What follows belongs to an exercise in optimizing a design on an open flow for small area, a short achievable clock period and few clock cycles per item; a production flow would make more cautious choices.
Only simulation tests tie the RTL to the original design; equivalence was not proved.
Power figures rest on the tool's default switching activity, not on a simulated workload.

===== flow/config.mk =====
export PLATFORM = sky130hd
export DESIGN_NAME = sha384_core
export DESIGN_NICKNAME = sha384_core
export VERILOG_FILES = /design/flow/design.v
export SDC_FILE = /design/flow/constraint.sdc
export NUM_CORES = 4
export LEC_CHECK = 0
export CAP_MARGIN = 20
export CORE_MARGIN = 2
export CORE_UTILIZATION = 40
export SLEW_MARGIN = 20
export SYNTH_MEMORY_MAX_BITS = 16384

===== flow/constraint.sdc =====
create_clock -name core_clock -period 12.0 [get_ports {clk}]
set_input_delay 2.4000 -clock core_clock [delete_from_list [all_inputs] [get_ports {clk}]]
set_output_delay 2.4000 -clock core_clock [all_outputs]
set_load 0.01 [all_outputs]

===== flow/design.v =====
module sha384_core (
    input  wire         clk,
    input  wire         rst,          
    input  wire         in_valid,
    output wire         in_ready,
    input  wire [63:0]  in_data,
    input  wire         in_first,     
    output wire         out_valid,
    output wire [383:0] out_digest
);
    localparam [1:0] S_LOAD  = 2'd0,
                     S_ROUND = 2'd1,
                     S_DONE  = 2'd2;
    localparam [511:0] IV = {
        64'hcbbb9d5dc1059ed8, 64'h629a292a367cd507, 64'h9159015a3070dd17, 64'h152fecd8f70e5939, 64'h67332667ffc00b31, 64'h8eb44a8768581511, 64'hdb0c2e0d64f98fa7, 64'h47b5481dbefa4fa4
    };
    reg  [1:0]  state;
    reg  [3:0]  word_cnt;
    reg  [6:0]  round;
    reg         first_q;
    reg         out_valid_q;
    reg  [1023:0] w;
    wire [63:0] w0  = w[  0 +: 64];
    wire [63:0] w1  = w[ 64 +: 64];
    wire [63:0] w9  = w[576 +: 64];
    wire [63:0] w14 = w[896 +: 64];
    reg  [63:0] a, b, c, d, e, f, g, h;
    reg  [63:0] H0, H1, H2, H3, H4, H5, H6, H7;
    function [63:0] rotr(input [63:0] x, input integer n);
        rotr = (x >> n) | (x << (64 - n));
    endfunction
    reg [63:0] k_t;
    always @(*) begin
        case (round)
        7'd0: k_t = 64'h428a2f98d728ae22;
        7'd1: k_t = 64'h7137449123ef65cd;
        7'd2: k_t = 64'hb5c0fbcfec4d3b2f;
        7'd3: k_t = 64'he9b5dba58189dbbc;
        7'd4: k_t = 64'h3956c25bf348b538;
        7'd5: k_t = 64'h59f111f1b605d019;
        7'd6: k_t = 64'h923f82a4af194f9b;
        7'd7: k_t = 64'hab1c5ed5da6d8118;
        7'd8: k_t = 64'hd807aa98a3030242;
        7'd9: k_t = 64'h12835b0145706fbe;
        7'd10: k_t = 64'h243185be4ee4b28c;
        7'd11: k_t = 64'h550c7dc3d5ffb4e2;
        7'd12: k_t = 64'h72be5d74f27b896f;
        7'd13: k_t = 64'h80deb1fe3b1696b1;
        7'd14: k_t = 64'h9bdc06a725c71235;
        7'd15: k_t = 64'hc19bf174cf692694;
        7'd16: k_t = 64'he49b69c19ef14ad2;
        7'd17: k_t = 64'hefbe4786384f25e3;
        7'd18: k_t = 64'h0fc19dc68b8cd5b5;
        7'd19: k_t = 64'h240ca1cc77ac9c65;
        7'd20: k_t = 64'h2de92c6f592b0275;
        7'd21: k_t = 64'h4a7484aa6ea6e483;
        7'd22: k_t = 64'h5cb0a9dcbd41fbd4;
        7'd23: k_t = 64'h76f988da831153b5;
        7'd24: k_t = 64'h983e5152ee66dfab;
        7'd25: k_t = 64'ha831c66d2db43210;
        7'd26: k_t = 64'hb00327c898fb213f;
        7'd27: k_t = 64'hbf597fc7beef0ee4;
        7'd28: k_t = 64'hc6e00bf33da88fc2;
        7'd29: k_t = 64'hd5a79147930aa725;
        7'd30: k_t = 64'h06ca6351e003826f;
        7'd31: k_t = 64'h142929670a0e6e70;
        7'd32: k_t = 64'h27b70a8546d22ffc;
        7'd33: k_t = 64'h2e1b21385c26c926;
        7'd34: k_t = 64'h4d2c6dfc5ac42aed;
        7'd35: k_t = 64'h53380d139d95b3df;
        7'd36: k_t = 64'h650a73548baf63de;
        7'd37: k_t = 64'h766a0abb3c77b2a8;
        7'd38: k_t = 64'h81c2c92e47edaee6;
        7'd39: k_t = 64'h92722c851482353b;
        7'd40: k_t = 64'ha2bfe8a14cf10364;
        7'd41: k_t = 64'ha81a664bbc423001;
        7'd42: k_t = 64'hc24b8b70d0f89791;
        7'd43: k_t = 64'hc76c51a30654be30;
        7'd44: k_t = 64'hd192e819d6ef5218;
        7'd45: k_t = 64'hd69906245565a910;
        7'd46: k_t = 64'hf40e35855771202a;
        7'd47: k_t = 64'h106aa07032bbd1b8;
        7'd48: k_t = 64'h19a4c116b8d2d0c8;
        7'd49: k_t = 64'h1e376c085141ab53;
        7'd50: k_t = 64'h2748774cdf8eeb99;
        7'd51: k_t = 64'h34b0bcb5e19b48a8;
        7'd52: k_t = 64'h391c0cb3c5c95a63;
        7'd53: k_t = 64'h4ed8aa4ae3418acb;
        7'd54: k_t = 64'h5b9cca4f7763e373;
        7'd55: k_t = 64'h682e6ff3d6b2b8a3;
        7'd56: k_t = 64'h748f82ee5defb2fc;
        7'd57: k_t = 64'h78a5636f43172f60;
        7'd58: k_t = 64'h84c87814a1f0ab72;
        7'd59: k_t = 64'h8cc702081a6439ec;
        7'd60: k_t = 64'h90befffa23631e28;
        7'd61: k_t = 64'ha4506cebde82bde9;
        7'd62: k_t = 64'hbef9a3f7b2c67915;
        7'd63: k_t = 64'hc67178f2e372532b;
        7'd64: k_t = 64'hca273eceea26619c;
        7'd65: k_t = 64'hd186b8c721c0c207;
        7'd66: k_t = 64'heada7dd6cde0eb1e;
        7'd67: k_t = 64'hf57d4f7fee6ed178;
        7'd68: k_t = 64'h06f067aa72176fba;
        7'd69: k_t = 64'h0a637dc5a2c898a6;
        7'd70: k_t = 64'h113f9804bef90dae;
        7'd71: k_t = 64'h1b710b35131c471b;
        7'd72: k_t = 64'h28db77f523047d84;
        7'd73: k_t = 64'h32caab7b40c72493;
        7'd74: k_t = 64'h3c9ebe0a15c9bebc;
        7'd75: k_t = 64'h431d67c49c100d4c;
        7'd76: k_t = 64'h4cc5d4becb3e42b6;
        7'd77: k_t = 64'h597f299cfc657e2a;
        7'd78: k_t = 64'h5fcb6fab3ad6faec;
        7'd79: k_t = 64'h6c44198c4a475817;
        default: k_t = 64'h0;
        endcase
    end
    wire [63:0] bsig0 = rotr(a, 28) ^ rotr(a, 34) ^ rotr(a, 39);
    wire [63:0] bsig1 = rotr(e, 14) ^ rotr(e, 18) ^ rotr(e, 41);
    wire [63:0] ch    = (e & f) ^ (~e & g);
    wire [63:0] maj   = (a & b) ^ (a & c) ^ (b & c);
    wire [63:0] t1    = h + bsig1 + ch + k_t + w0;
    wire [63:0] t2    = bsig0 + maj;
    wire [63:0] ssig0 = rotr(w1, 1) ^ rotr(w1, 8) ^ (w1 >> 7);
    wire [63:0] ssig1 = rotr(w14, 19) ^ rotr(w14, 61) ^ (w14 >> 6);
    wire [63:0] w_new = ssig1 + w9 + ssig0 + w0;
    assign in_ready   = (state == S_LOAD);
    assign out_valid  = out_valid_q;
    assign out_digest = {H0, H1, H2, H3, H4, H5};
    always @(posedge clk) begin
        if (rst) begin
            state       <= S_LOAD;
            word_cnt    <= 4'd0;
            round       <= 7'd0;
            first_q     <= 1'b0;
            out_valid_q <= 1'b0;
        end else begin
            out_valid_q <= 1'b0;
            case (state)
            S_LOAD: begin
                if (in_valid) begin
                    w <= {in_data, w[1023:64]};
                    if (word_cnt == 4'd0)
                        first_q <= in_first;
                    word_cnt <= word_cnt + 4'd1;
                    if (word_cnt == 4'd15) begin
                        state <= S_ROUND;
                        round <= 7'd0;
                        if (first_q) begin
                            {H0, H1, H2, H3, H4, H5, H6, H7} <= IV;
                            {a, b, c, d, e, f, g, h}         <= IV;
                        end else begin
                            {a, b, c, d, e, f, g, h} <= {H0, H1, H2, H3, H4, H5, H6, H7};
                        end
                    end
                end
            end
            S_ROUND: begin
                h <= g;
                g <= f;
                f <= e;
                e <= d + t1;
                d <= c;
                c <= b;
                b <= a;
                a <= t1 + t2;
                w <= {w_new, w[1023:64]};
                round <= round + 7'd1;
                if (round == 7'd79)
                    state <= S_DONE;
            end
            S_DONE: begin
                H0 <= H0 + a;
                H1 <= H1 + b;
                H2 <= H2 + c;
                H3 <= H3 + d;
                H4 <= H4 + e;
                H5 <= H5 + f;
                H6 <= H6 + g;
                H7 <= H7 + h;
                out_valid_q <= 1'b1;
                state       <= S_LOAD;
            end
            default: state <= S_LOAD;
            endcase
        end
    end
endmodule

===== flow/run.sh =====
#!/bin/bash
# synth_recipe.tcl (not shown) runs the flow's synth.tcl, then flattens the netlist and writes it again
# the make line also repeats each setting of config.mk as NAME=value (left out here)
make -C /OpenROAD-flow-scripts/flow DESIGN_CONFIG=/design/flow/config.mk WORK_HOME=/design/flow/orfs CLKGATE_MAP_FILE= SYNTH_SCRIPT=/design/flow/synth_recipe.tcl finish

==> run notes <==
==> logic make-up after synthesis <==
logic type | synth area share (%)
AOI/OAI and AO/OA | 17.7
and+or+nand+nor | 11.6
DFF | 45.0
adders and majority gates | 12.9
buffers and inverters | 4.54
xor gates and xnor gates | 7.45
muxes | 0.835
==> worst max-delay path by stage <==
stage	startpoint	slack [ns]	end	depth (start not counted)
finish	e[47]$_DFFE_PP_	2.53	a[63]$_DFFE_PP_	32
global route	e[47]$_DFFE_PP_	2.05	a[63]$_DFFE_PP_	30
CTS	e[47]$_DFFE_PP_	2.73	a[63]$_DFFE_PP_	30
detailed placement	e[47]$_DFFE_PP_	2.75	a[63]$_DFFE_PP_	32
global placement	e[47]$_DFFE_PP_	2.90	a[63]$_DFFE_PP_	31
floorplan	rst	-15.31	w[0]$_DFFE_PP_	3
==> critical path: cells and delay by family (launching register included) <==
kind	cells	cell delay [ns]
flip-flops	1	0.63
AO/OA/AOI/OAI	15	3.84
adder cells (fa/ha/maj)	5	2.25
XOR/XNOR	4	1.09
buffers and inverters	3	0.49
AND/OR/NAND/NOR	5	0.84
==> cell usage in the layout, fill, tap and decap left out, types with 453 or more instances in the layout <==
master and n:
ha_1 776, a21oi_1 1386, nand2_1 1303, xnor2_1 745
a21o_1 523, edfxtp_1 2048, o21ai_0 1030, clkdlybuf4s50_1 453
nor2_1 1012, inv_1 890
==> power breakdown <==
group          internal, mW  switching, mW  leakage [nW]
clock                  4.44           3.34          3.93
combinational          1.33           2.47          34.8
sequential             8.25         0.0979          17.8
total                  14.0           5.91          56.6
==> sequential cells by signal (all words and copies together) (netlist names), 64 cells and up <==
name and count:
g 64, a 64, H2 64, e 64, c 64, H0 64, H4 64, H3 64
H7 64, H5 64, f 64, d 64, w 1024, h 64, H6 64, H1 64
k_t 64, b 64
==> per-layer routing <==
layer	GRT usage [%]	vias up	part of all wire, %
met5	0.243	-	0.060
met4	11.2	38	4.4
met3	7.17	1073	12
met2	43.9	6746	41
met1	45.1	56500	43
li1	-	50600	-
==> synthesized netlist by cell type, types with 79 or more instances <==
cell | n | area, µm²
xor2_1 | 442 | 3870
clkbuf_1 | 719 | 2700
a21o_1 | 525 | 3940
xnor2_1 | 750 | 6570
dfxtp_1 | 79 | 1580
nor2b_1 | 122 | 763
nor3_1 | 377 | 1890
nor2_1 | 1014 | 3810
nand3_1 | 259 | 1300
a31oi_1 | 128 | 801
o21ai_0 | 1030 | 5150
a21oi_1 | 1386 | 6940
ha_1 | 778 | 9730
nand2b_1 | 108 | 676
nand2_1 | 1303 | 4890
a211oi_1 | 101 | 758
nand4_1 | 138 | 863
inv_1 | 891 | 3340
edfxtp_1 | 2048 | 61500
mux2i_1 | 91 | 911
o21bai_1 | 135 | 1010
and3_1 | 82 | 513
fa_1 | 391 | 7830
==> final cells by class <==
cell class	instances	share of cell area (%)
sequential	2127	40.2
multi-input combinational	10200	45.1
inverter	895	2.14
clock buffer	272	3.93
antenna	14	0.0223
clock inverter	170	1.25
timing repair buffer	609	3.75
tap	4599	3.66
==> flow_summary_export.csv <==
group,metric,value,unit
status,outcome,"complete, no violations",
synthesis,avgSynthCellArea,10.0,µm²
timing,rsz0062_at_grt,"no",
floorplanning,core_area,349000,µm²
global_routing,grt_pass1_wl,788000,µm
synthesis,syn_inst,14000,
power,pwr_density_cell,127,nW/µm²
worst_hold_path,holdPathStages,0,
global_routing,antenna_found_initial,56,
detailed_routing,dr.pass1.iters,7,
power,leakagePower,56.6,nW
worst_setup_path,cp-start-kind,"flop",
floorplanning,die_x,596,µm
worst_hold_path,hp-class,"flop to flop",
timing,setup_tns,0,ns
timing,period_minus_slack,9.47,ns
final_layout,drive_gt1_share,4.62,%
worst_setup_path,crit_path_top_delay_cell,"edfxtp_1",
worst_setup_path,criticalPathCategory,"flop to flop",
timing,fin_crit_sh,78.9,%
clock_tree,cts_buffer_depth,4,
synthesis,synth_seq_cells,2127,
timing,skew,0.156,ns
floorplanning,start_util,40.2,%
detailed_routing,antenna_left,0,
synthesis,synth_edf_count,2048,
run,drv_cap,0,
placement,placed_cells,18400,
worst_setup_path,regToRegSetupSlack,2.53,ns
final_layout,fillerInstances,32900,
worst_setup_path,r2r-start,"e[47]$_DFFE_PP_",
clock_tree,holdBufCountCts,0,
worst_setup_path,worst-r2r-cell-count,32,
worst_setup_path,cp.required,12.66,ns
placement,gp_congestion,1.06,
final_layout,multiInputGateArea,70800,µm²
global_routing,grt_usage,30.8,%
timing,timing.final.ws_setup,2.53,ns
worst_setup_path,worst_ep_arrival_time,10.13,ns
final_layout,final_net_count,15300,
power,vdd_drop_max,127,µV
floorplanning,die_h,596,µm
placement,place_area,149000,µm²
timing,finalHoldViolCount,0,
worst_setup_path,critPathCaptureType,"flop",
final_layout,seq_area,63100,µm²
placement,post-dp-hpwl,433000,µm
clock_tree,cts.sinks,2127,
final_layout,fin_cells,18900,
final_layout,final_area,157000,µm²
clock_tree,numCtsBuffers,238,
worst_hold_path,hold_path_end,"w[190]$_DFFE_PP_",
power,total_power,19.9,mW
timing,drv_slew,0,
clock_tree,cts_root_buf,"clkbuf_16",
timing,slew_headroom,6.85,%
worst_hold_path,min-delay-start,"w[254]$_DFFE_PP_",
detailed_routing,viasPerCell,6.09,
synthesis,syn_area,140000,µm²
clock_tree,clock_latency,1.02,ns
synthesis,synth-seq-area-share,45.0,%
clock_tree,path_clk_slew,0.07,ns
detailed_routing,routed-via-count,115000,
worst_setup_path,worstReg2RegEnd,"a[63]$_DFFE_PP_",
clock_tree,post-cts-setup-buffer-count,0,
clock_tree,post_cts_resized,0,
final_layout,utilization,45.0,%
detailed_routing,wire_per_inst,30.0,µm
synthesis,ys_warn_count,1,
floorplanning,rows,217,
detailed_routing,drt_iter0_markers,16900,
placement,dp_worst_setup_slack,2.75,ns
global_routing,grt_overflow_total,0,
timing,worstMarginPinSlew,1.38,ns
worst_setup_path,cp_slowest_stage_delay,0.63,ns
global_routing,grt_pass1_vias,105000,
clock_tree,cts_tree,"built",
timing,holdWs,0.288,ns
timing,timing.fmax,0.106,GHz
floorplanning,io_pins,454,
clock_tree,cts-htree-levels,4,
synthesis,synthFlopType,"edfxtp_1",
worst_setup_path,crit_fanout,7,
synthesis,synth_fp_nets,15200,
synthesis,yosys.cell_types.count,105,
detailed_routing,totalWireLength,566000,µm
detailed_routing,drc,0,
synthesis,async_flop_share,0,%
placement,port-buffer-count,453,
floorplanning,die_area,355000,µm²
timing,setup_viol,0,
final_layout,area_growth,12.1,%
global_routing,grt_max_degree,193,
worst_setup_path,crit_top_cell,"a21oi_1",
Testbench counts, summed over its fixed seeds: cycles 37,256, items 384.

-- afterwards: timing with drivers on the ports --
The results above use ideal ports. As a check the final layout listed here was re-extracted and re-timed, cells and wires unchanged.
Step 1 assumes that a clkbuf_16 drives the clock port and a buf_2 every other input.
Step 2 also shifts input and output timing later by t, the mid clock arrival at the registers, as if the neighbouring blocks saw the same clock.
Slacks: ideal ports / drivers / drivers and shift; pairs: ideal ports / drivers.
t (ns): 1.048
slack for setup (ns): 2.534 / 2.534 / 2.534
worst setup path after step 2: register to register
latest minus earliest clock arrival (ns): 0.164 / 0.163
pins driven straight from the clock port: 1
After both steps this run still meets setup and hold. For this run, drivers alone change the setup slack by 0.000 ns; drivers and shift together by 0.000 ns.
